This design comes from an exercise in tuning for small area and a short achievable clock period on the open sky130 flow, not from production work. Function was checked by simulation only, so behaviour that the tests miss may differ from the original. The clock input has no modelled driver; a real chip could not lean on it and would need a root buffer or a full tree. Power and IR drop assume default switching activity.

==> flow/design.v (excerpt) <==
module adc_correct (
    input  wire        clk,
    input  wire        rst,           
    input  wire        cfg_we,
    input  wire [4:0]  cfg_addr,      
    input  wire [31:0] cfg_wdata,
    input  wire        swap,          
    output wire        active_half,
    input  wire        in_valid,
    input  wire [15:0] in_code,
    output reg         out_valid,
    output reg  [23:0] out_sample,
    output reg         out_sat
);
Settings: LEC_CHECK=0, CAP_MARGIN=10, CORE_MARGIN=2, CORE_UTILIZATION=40, CTS_CLUSTER_DIAMETER=90, CTS_CLUSTER_SIZE=26, SLEW_MARGIN=10; clock period 22.0 ns.
standard.sh (not shown) runs the stock make flow with config.mk's settings and CLKGATE_MAP_FILE= SYNTH_SCRIPT=/design/flow/synth_recipe.tcl, a recipe that flattens the netlist after the stock synthesis.
==> flow/flow/run.sh <==
#!/bin/bash
# The standard layout (standard.sh, unchanged synthesis), with changes to
# how the layout is optimised; the constraints and clock are the standard flow's own:
#  - repair_timing keeps 16.6 ns of extra setup slack (sizes for a ~5.4 ns period)
#  - the port buffers are buf_4 cells instead of the resizer's default pick
#  - after CTS, flow/post_cts.tcl replaces TritonCTS's three-level clock tree
#    with a balanced two-level one (4 roots on the clock port, 26-register
#    leaf clusters) and repairs timing again
set -euo pipefail
cd "$(dirname "$0")/.."
bash standard.sh SETUP_SLACK_MARGIN=16.6 \
  "BUFFER_PORTS_ARGS=-buffer_cell sky130_fd_sc_hd__buf_4" \
  "POST_CTS_TCL=$PWD/flow/post_cts.tcl" \
  finish > standard_flow.log 2>&1
==> flow/flow/post_cts.tcl <==
# POST_CTS hook: replace TritonCTS's three-level clock tree with a balanced
# two-level one.  The clock port drives 4 clkbuf_16 roots; each root drives
# the clkbuf_16 leaves of its quarter of the registers; each leaf drives a
# cluster of at most 26 register clock pins (recursive median bisection of
# the pin positions).  Every register sees the same two buffer levels.
# Timing is then repaired as cts.tcl does and the placement legalised.
source [file join [file dirname [info script]] build_tree.tcl]

proc ct_rip {} {
  set block [ord::get_db_block]
  set clk [$block findNet clk]
  set sinks {}
  set dead_insts {}
  set dead_nets {}
  set frontier [list $clk]
  while {[llength $frontier]} {
    set net [lindex $frontier 0]
    set frontier [lrange $frontier 1 end]
    foreach it [$net getITerms] {
      if {![$it isInputSignal]} continue
      set inst [$it getInst]
      set m [[$inst getMaster] getName]
      if {[regexp {__(clkbuf|clkinv|buf|inv|clkdlybuf\w*|dlygate\w*)_\d+$} $m]} {
        lappend dead_insts $inst
        foreach ot [$inst getITerms] {
          if {[$ot isOutputSignal] && [$ot getNet] ne "NULL"} {
            lappend frontier [$ot getNet]
            lappend dead_nets [$ot getNet]
          }
        }
      } else {
        lappend sinks $it
      }
    }
  }
  puts "ct_rip: [llength $dead_insts] clock tree cells removed, [llength $sinks] sinks"
  foreach it $sinks { $it disconnect }
  foreach inst $dead_insts { odb::dbInst_destroy $inst }
  foreach net $dead_nets { odb::dbNet_destroy $net }
  foreach it $sinks { $it connect $clk }
}

ct_rip
ct_build 4 26
set_propagated_clock [all_clocks]
log_cmd detailed_placement
log_cmd estimate_parasitics -placement
report_clock_latency
repair_timing_helper
log_cmd detailed_placement
check_placement -verbose
log_cmd estimate_parasitics -placement
report_clock_latency
Other scripts of this flow, unchanged in this note and not shown: flow/flow/build_tree.tcl
Edit:
==> flow/flow/run.sh (replaced) <==
#!/bin/bash
# The standard layout (standard.sh, unchanged synthesis), with changes to
# how the layout is optimised; the constraints and clock are the standard flow's own:
#  - repair_timing keeps 16.75 ns of extra setup slack (sizes for a ~5.4 ns period)
#  - the port buffers are buf_2 cells instead of the resizer's default pick
#  - after CTS, flow/post_cts.tcl replaces TritonCTS's three-level clock tree
#    with a balanced two-level one (4 roots on the clock port, 26-register
#    leaf clusters) and repairs timing again
set -euo pipefail
cd "$(dirname "$0")/.."
bash standard.sh SETUP_SLACK_MARGIN=16.75 \
  "BUFFER_PORTS_ARGS=-buffer_cell sky130_fd_sc_hd__buf_2" \
  "POST_CTS_TCL=$PWD/flow/post_cts.tcl" \
  finish > standard_flow.log 2>&1
- CAP_MARGIN: 10 -> 20
- CORE_UTILIZATION: 40 -> 55
- SLEW_MARGIN: 10 -> 20
After rerunning: Cell count is lower by about 9%. Critical path depth does not change. Via count decreases by 0.51%.
Edit:
==> flow/flow/run.sh (replaced) <==
#!/bin/bash
# The standard layout (standard.sh, unchanged synthesis), with changes to
# how the layout is optimised; the constraints and clock are the standard flow's own:
#  - repair_timing keeps 16.6 ns of extra setup slack (sizes for a ~5.4 ns period)
#  - the port buffers are buf_4 cells instead of the resizer's default pick
#  - after CTS, flow/post_cts.tcl replaces TritonCTS's three-level clock tree
#    with a balanced two-level one (4 roots on the clock port, 20-register
#    leaf clusters) and repairs timing again
set -euo pipefail
cd "$(dirname "$0")/.."
bash standard.sh SETUP_SLACK_MARGIN=16.6 \
  "BUFFER_PORTS_ARGS=-buffer_cell sky130_fd_sc_hd__buf_4" \
  "POST_CTS_TCL=$PWD/flow/post_cts.tcl" \
  finish > standard_flow.log 2>&1
--- a/flow/flow/post_cts.tcl
+++ b/flow/flow/post_cts.tcl
@@ -2,5 +2,5 @@
 # two-level one.  The clock port drives 4 clkbuf_16 roots; each root drives
 # the clkbuf_16 leaves of its quarter of the registers; each leaf drives a
-# cluster of at most 26 register clock pins (recursive median bisection of
+# cluster of at most 20 register clock pins (recursive median bisection of
 # the pin positions).  Every register sees the same two buffer levels.
 # Timing is then repaired as cts.tcl does and the placement legalised.
@@ -42,5 +42,5 @@
 
 ct_rip
-ct_build 4 26
+ct_build 4 20
 set_propagated_clock [all_clocks]
 log_cmd detailed_placement
- CORE_UTILIZATION: 55 -> 40
The changed run passed the timing, DRC and antenna checks.
Cell area goes up by a few percent.
Maximum frequency goes down slightly.
Combinational power hardly moves.
Total power goes up by roughly a tenth.
Die area goes up by well over a third.
Final cell count goes up by roughly a tenth.
Setup slack got worse by 100 ps.
Routed wire length goes up by a few percent.
Clock power goes up by well over a third.
Via count goes up slightly.
Worst hold slack got worse by 4.2 ps.
Edit:
==> flow/flow/run.sh (replaced) <==
#!/bin/bash
# The standard layout (standard.sh, unchanged synthesis), with changes to
# how the layout is optimised; the constraints and clock are the standard flow's own:
#  - repair_timing keeps 16.65 ns of extra setup slack (sizes for a ~5.4 ns period)
#  - the port buffers are buf_2 cells instead of the resizer's default pick
#  - after CTS, flow/post_cts.tcl replaces TritonCTS's three-level clock tree
#    with a balanced two-level one (4 roots on the clock port, 26-register
#    leaf clusters) and repairs timing again
set -euo pipefail
cd "$(dirname "$0")/.."
bash standard.sh SETUP_SLACK_MARGIN=16.65 \
  "BUFFER_PORTS_ARGS=-buffer_cell sky130_fd_sc_hd__buf_2" \
  "POST_CTS_TCL=$PWD/flow/post_cts.tcl" \
  finish > standard_flow.log 2>&1
--- a/flow/flow/post_cts.tcl
+++ b/flow/flow/post_cts.tcl
@@ -2,5 +2,5 @@
 # two-level one.  The clock port drives 4 clkbuf_16 roots; each root drives
 # the clkbuf_16 leaves of its quarter of the registers; each leaf drives a
-# cluster of at most 20 register clock pins (recursive median bisection of
+# cluster of at most 26 register clock pins (recursive median bisection of
 # the pin positions).  Every register sees the same two buffer levels.
 # Timing is then repaired as cts.tcl does and the placement legalised.
@@ -42,5 +42,5 @@
 
 ct_rip
-ct_build 4 20
+ct_build 4 26
 set_propagated_clock [all_clocks]
 log_cmd detailed_placement
- CORE_UTILIZATION: 40 -> 72
Effect:
- combinational power fell by about 5%
- worst setup slack improves by 130 ps
- routed wire length fell by 7.9%
- first-iteration DRC count rises by about 10%
- die area came out lower by about 44%
- utilization increases by 32 points
- cell area goes down by 4.4%
- worst hold slack improved by 6.4 ps
Edit:
==> flow/flow/run.sh (replaced) <==
#!/bin/bash
# The standard layout (standard.sh, unchanged synthesis), with changes to
# how the layout is optimised; the constraints and clock are the standard flow's own:
#  - repair_timing keeps 16.6 ns of extra setup slack (sizes for a ~5.4 ns period)
#  - the port buffers are buf_2 cells instead of the resizer's default pick
#  - after CTS, flow/post_cts.tcl replaces TritonCTS's three-level clock tree
#    with a balanced two-level one (4 roots on the clock port, 26-register
#    leaf clusters) and repairs timing again
set -euo pipefail
cd "$(dirname "$0")/.."
bash standard.sh SETUP_SLACK_MARGIN=16.6 \
  "BUFFER_PORTS_ARGS=-buffer_cell sky130_fd_sc_hd__buf_2" \
  "POST_CTS_TCL=$PWD/flow/post_cts.tcl" \
  finish > standard_flow.log 2>&1
- CORE_UTILIZATION: 72 -> 40
The new run passed the timing, DRC and antenna checks.
Power grows slightly.
Wire length grows by a little under a tenth.
Synthesized area does not change.
No run of this note takes its clock network from TritonCTS; it comes from the design's own scripts or RTL.

afterwards: timing with drivers on the ports:
The results above use ideal ports. As a check the final layouts listed here were re-extracted and re-timed, cells and wires unchanged.
Step 1 sets driving cells, clkbuf_16 on the clock port and buf_2 on the other inputs (assumed; they add their load-dependent delay and slew).
Step 2 adds t to the input delays and takes it off the output delays; t is the mean of the earliest and latest rising clock arrival at the registers after step 1. Input paths then give back, and output paths get back, about the clock's delay inside the block.
Slacks: no drivers / after step 1 / after step 2; pairs: no drivers / after step 1.
| run | t (ns) | setup slack, ns | worst hold slack (ns) | worst register clock-pin slew, ns |
|---|---|---|---|---|
| the first run | 0.674 | 16.626 / 16.468 / 16.480 | 0.333 / 0.333 / 0.333 | 0.12 / 0.12 |
| the second run | 0.659 | 16.627 / 16.472 / 16.516 | 0.332 / 0.332 / 0.332 | 0.11 / 0.11 |
| the third run | 0.799 | 16.522 / 16.364 / 16.461 | 0.328 / 0.328 / 0.328 | 0.09 / 0.09 |
| the fourth run | 0.641 | 16.653 / 16.505 / 16.418 | 0.334 / 0.334 / 0.334 | 0.11 / 0.11 |
| the fifth run | 0.673 | 16.630 / 16.470 / 16.401 | 0.334 / 0.334 / 0.334 | 0.12 / 0.12 |
After both steps setup and hold are still met in every run listed. The setup slack of the fourth run, which loses most, moves by -0.148 ns with the drivers and by -0.235 ns with both steps.
